Source: an optimization exercise on an open RTL-to-GDS flow (aim: small area, a short achievable clock period and few clock cycles). Production flows keep margins and buffers that such runs may drop.
The RTL was checked by simulation tests, not by an equivalence proof against the original design.

==> inputs of maple <==
==> flow/design.v (excerpt) <==
module glk_fec (
    input  wire         clk,
    input  wire         rst,
    input  wire         tx_in_valid,
    output wire         tx_in_ready,
    input  wire [9:0]   tx_in_data,
    input  wire         tx_in_reseed,
    input  wire [57:0]  tx_seed,
    output reg          tx_out_valid,
    output reg  [9:0]   tx_out_data,
    input  wire         rx_in_valid,
    input  wire [9:0]   rx_in_data,
    input  wire         rx_in_reseed,
    input  wire [57:0]  rx_seed,
    output reg          rx_out_valid,
    output reg  [9:0]   rx_out_data,
    output reg          rx_done,
    output wire         rx_ok,
    output wire [349:0] rx_syn
);
==> module glk_fec, before the edit <==
module glk_fec (
    input  wire         clk,
    input  wire         rst,
    input  wire         tx_in_valid,
    output wire         tx_in_ready,
    input  wire [9:0]   tx_in_data,
    input  wire         tx_in_reseed,
    input  wire [57:0]  tx_seed,
    output reg          tx_out_valid,
    output reg  [9:0]   tx_out_data,
    input  wire         rx_in_valid,
    input  wire [9:0]   rx_in_data,
    input  wire         rx_in_reseed,
    input  wire [57:0]  rx_seed,
    output reg          rx_out_valid,
    output reg  [9:0]   rx_out_data,
    output reg          rx_done,
    output wire         rx_ok,
    output wire [349:0] rx_syn
);
    localparam [8:0] N_MSG  = 9'd325;
    localparam [8:0] N_LAST = 9'd359;
    reg  [8:0] tx_cnt;
    reg        tx_rdy;
    reg        tx_fl;
    wire       tx_acc   = tx_in_valid & tx_rdy;
    wire       tx_step  = tx_acc | ~tx_rdy;
    wire       tx_load  = tx_acc & tx_in_reseed & (tx_cnt == 9'd0);
    wire [8:0] tx_cnxt  = (tx_cnt == N_LAST) ? 9'd0 : tx_cnt + 9'd1;
    wire [9:0] tx_ks;
    assign tx_in_ready = tx_rdy;
    glk_scrambler u_tx_scr (
        .clk  (clk),
        .step (tx_step),
        .load (tx_load),
        .seed (tx_seed),
        .ks   (tx_ks)
    );
    reg        tx_v1;                     
    reg        tx_p1;                     
    reg        tx_o1;                     
    reg  [9:0] tx_d1;
    reg  [9:0] tx_k1;
    wire [9:0] tx_ptop;
    glk_rs_enc u_enc (
        .clk     (clk),
        .msg     (tx_v1),
        .shift   (tx_p1),
        .msg_n   (tx_acc & ~rst),
        .din_n   (tx_in_data),
        .par_top (tx_ptop)
    );
    always @(posedge clk) begin
        if (rst) begin
            tx_cnt       <= N_MSG;
            tx_rdy       <= 1'b0;
            tx_fl        <= 1'b1;
            tx_v1        <= 1'b0;
            tx_p1        <= 1'b0;
            tx_o1        <= 1'b0;
            tx_out_valid <= 1'b0;
        end else begin
            if (tx_step) begin
                tx_cnt <= tx_cnxt;
                tx_rdy <= (tx_cnxt < N_MSG);
                if (tx_cnt == N_LAST)
                    tx_fl <= 1'b0;
            end
            tx_v1        <= tx_acc;
            tx_p1        <= ~tx_rdy;
            tx_o1        <= tx_step & ~tx_fl;
            tx_out_valid <= tx_o1;
        end
        tx_d1       <= tx_in_data;
        tx_k1       <= tx_ks;
        tx_out_data <= (tx_p1 ? tx_ptop : tx_d1) ^ tx_k1;
    end
    reg  [8:0] rx_cnt;
    reg  [9:0] rx_d1;
    reg        rx_v1, rx_f1, rx_l1;
    reg  [9:0] rx_okr;                    
    wire       rx_first = (rx_cnt == 9'd0);
    wire       rx_load  = rx_in_valid & rx_in_reseed & rx_first;
    wire [9:0] rx_ks;
    wire [9:0] rx_zero;
    glk_scrambler u_rx_scr (
        .clk  (clk),
        .step (rx_in_valid),
        .load (rx_load),
        .seed (rx_seed),
        .ks   (rx_ks)
    );
    glk_rs_syn u_syn (
        .clk   (clk),
        .en    (rx_v1),
        .first (rx_f1),
        .din   (rx_d1),
        .syn   (rx_syn),
        .zero  (rx_zero)
    );
    assign rx_ok = &rx_okr;
    always @(posedge clk) begin
        if (rst) begin
            rx_cnt       <= 9'd0;
            rx_out_valid <= 1'b0;
            rx_v1        <= 1'b0;
            rx_done      <= 1'b0;
        end else begin
            rx_out_valid <= rx_in_valid & (rx_cnt < N_MSG);
            rx_v1        <= rx_in_valid;
            rx_done      <= rx_v1 & rx_l1;
            if (rx_in_valid)
                rx_cnt <= (rx_cnt == N_LAST) ? 9'd0 : rx_cnt + 9'd1;
        end
        rx_f1       <= rx_first;
        rx_l1       <= (rx_cnt == N_LAST);
        rx_out_data <= rx_in_data ^ rx_ks;
        rx_d1       <= (rx_in_data ^ rx_ks) & {10{rx_in_valid}};
        rx_okr      <= rx_zero;
    end
endmodule
==> flow/config.mk <==
export PLATFORM = sky130hd
export DESIGN_NAME = glk_fec
export DESIGN_NICKNAME = glk_fec
export VERILOG_FILES = /design/flow/design.v
export SDC_FILE = /design/flow/constraint.sdc
export NUM_CORES = 4
export LEC_CHECK = 0
export CAP_MARGIN = 20
export CORE_MARGIN = 2
export CORE_UTILIZATION = 40
export SETUP_SLACK_MARGIN = 3.0
export SLEW_MARGIN = 40
==> flow/constraint.sdc <==
create_clock -name core_clock -period 5.5 [get_ports {clk}]
set_input_delay 1.1000 -clock core_clock [delete_from_list [all_inputs] [get_ports {clk}]]
set_output_delay 1.1000 -clock core_clock [all_outputs]
set_load 0.01 [all_outputs]
standard.sh (not shown) runs the stock make flow with config.mk's settings and CLKGATE_MAP_FILE= SYNTH_SCRIPT=/design/flow/synth_recipe.tcl, a recipe that flattens the netlist after the stock synthesis.
==> flow/flow/run.sh <==
#!/bin/bash
# Standard layout, with smaller port buffers and a clock tree without dummy
# loads.  Each tool's output goes to a log file in this folder.
export BUFFER_PORTS_ARGS="-buffer_cell sky130_fd_sc_hd__buf_2"
export CTS_ARGS="-sink_clustering_enable -repair_clock_nets -dont_use_dummy_load"
bash standard.sh > standard.log 2>&1
==> inputs of cedar, as changes to maple <==
--- a/flow/design.v
+++ b/flow/design.v
@@ -13,2 +13,17 @@
             state <= {cur[47:0], ks};
+endmodule
+module glk_scrambler_ld (
+    input  wire        clk,
+    input  wire        step,       
+    input  wire        load,       
+    input  wire [57:0] seed,
+    output wire [9:0]  ks          
+);
+    reg  [57:0] state;
+    assign ks = state[57:48] ^ state[38:29];
+    always @(posedge clk)
+        if (load)
+            state <= seed;
+        else if (step)
+            state <= {state[47:0], ks};
 endmodule
@@ -145,3 +160,3 @@
     wire       tx_step  = tx_acc | ~tx_rdy;
-    wire       tx_load  = tx_acc & tx_in_reseed & (tx_cnt == 9'd0);
+    wire       tx_load  = tx_acc & tx_in_reseed & (tx_cnt == 9'd0) & ~rst;
     wire [8:0] tx_cnxt  = (tx_cnt == N_LAST) ? 9'd0 : tx_cnt + 9'd1;
@@ -149,9 +164,2 @@
     assign tx_in_ready = tx_rdy;
-    glk_scrambler u_tx_scr (
-        .clk  (clk),
-        .step (tx_step),
-        .load (tx_load),
-        .seed (tx_seed),
-        .ks   (tx_ks)
-    );
     reg        tx_v1;                     
@@ -160,4 +168,10 @@
     reg  [9:0] tx_d1;
-    reg  [9:0] tx_k1;
     wire [9:0] tx_ptop;
+    glk_scrambler_ld u_tx_scr (
+        .clk  (clk),
+        .step (tx_v1 | tx_p1),
+        .load (tx_load),
+        .seed (tx_seed),
+        .ks   (tx_ks)
+    );
     glk_rs_enc u_enc (
@@ -192,4 +206,3 @@
         tx_d1       <= tx_in_data;
-        tx_k1       <= tx_ks;
-        tx_out_data <= (tx_p1 ? tx_ptop : tx_d1) ^ tx_k1;
+        tx_out_data <= (tx_p1 ? tx_ptop : tx_d1) ^ tx_ks;
     end
@@ -198,3 +211,3 @@
     reg        rx_v1, rx_f1, rx_l1;
-    reg  [9:0] rx_okr;                    
+    reg  [4:0] rx_okr;                    
     wire       rx_first = (rx_cnt == 9'd0);
@@ -236,4 +249,4 @@
         rx_d1       <= (rx_in_data ^ rx_ks) & {10{rx_in_valid}};
-        rx_okr      <= rx_zero;
-    end
-endmodule
+        rx_okr      <= rx_zero[9:5] & rx_zero[4:0];
+    end
+endmodule
==> flow/flow/run.sh (replaced) <==
#!/bin/bash
# Standard layout, with smaller port buffers and a clock tree without dummy
# loads.  Each tool's output goes to a log file in this folder.
export BUFFER_PORTS_ARGS="-buffer_cell sky130_fd_sc_hd__buf_1"
export CTS_ARGS="-sink_clustering_enable -repair_clock_nets -dont_use_dummy_load -sink_clustering_size 20 -sink_clustering_max_diameter 100"
bash standard.sh > standard.log 2>&1
CORE_UTILIZATION = 60   (was 40)
SETUP_SLACK_MARGIN = 2.9   (was 3.0)
==> qor summary <==
| metric | maple | cedar |
|---|---|---|
| Die Area | 123000 sq um | 81600 sq um |
| Clock latency on the worst-skew pair | 710 ps | 640 ps |
| Average wire length per cell after detail routing | 27.5 um | 29.0 um |
| Buffers inserted by post-CTS timing repair | 160 | 15 |
| Delay contributed by the slowest stage of the critical path | 360 ps | 630 ps |
| NumNets Final | 4598 | 4331 |
| Met1 global-route usage | 33.1% | 47.7% |
| Global-route wire length before repair | 230 mm | 212 mm |
| Run status | timing/DRC/antenna clean | timing/DRC/antenna clean |
| Post-Synth Simple-Gate Area | 7.86% | 7.94% |
| Endpoint of the most critical register-to-register path | rx_okr[9]$_DFF_P_ | rx_okr[0]$_DFF_P_ |
| Count of warnings emitted by yosys | 4 | 5 |
| Final worst clock skew | 61.9 ps | 39.4 ps |
| Flip-flop and latch share of the layout cell area | 45.2% | 49.0% |
| Fill cell instance count of the final layout | 10600 | 5925 |
| Required time of the worst setup path | 4400 ps | 6040 ps |
| Element type at the critical path end | output pin | flop |
Testbench counts of maple, summed over its fixed seeds: cycles 46,376.
Testbench counts of cedar, summed over its fixed seeds: cycles 46,376.

re-timing with driven ports:
In the flow no input, the clock included, has a driving cell. The finished layouts below were timed again as built, in two steps. Step 1: set_driving_cell puts a clkbuf_16 on clk and a buf_2 on each other input, an assumption about the parent block. Step 2 adds t to the input delays and takes it off the output delays; t is the mean of the earliest and latest rising clock arrival at the registers after step 1. Input paths then give back, and output paths get back, about the clock's delay inside the block. a / b / c = ideal / step 1 / step 2; a / b = the first two.
| run | shift t [ns] | setup slack, ns | worst setup path at the end |
|---|---|---|---|
| maple | 0.748 | 2.752 / 2.684 / 2.605 | input to register |
| cedar | 0.685 | 2.840 / 2.820 / 2.545 | input to register |
After both steps setup and hold are still met in every run listed. The setup slack of cedar, which loses most, moves by -0.020 ns with the drivers and by -0.295 ns with both steps.
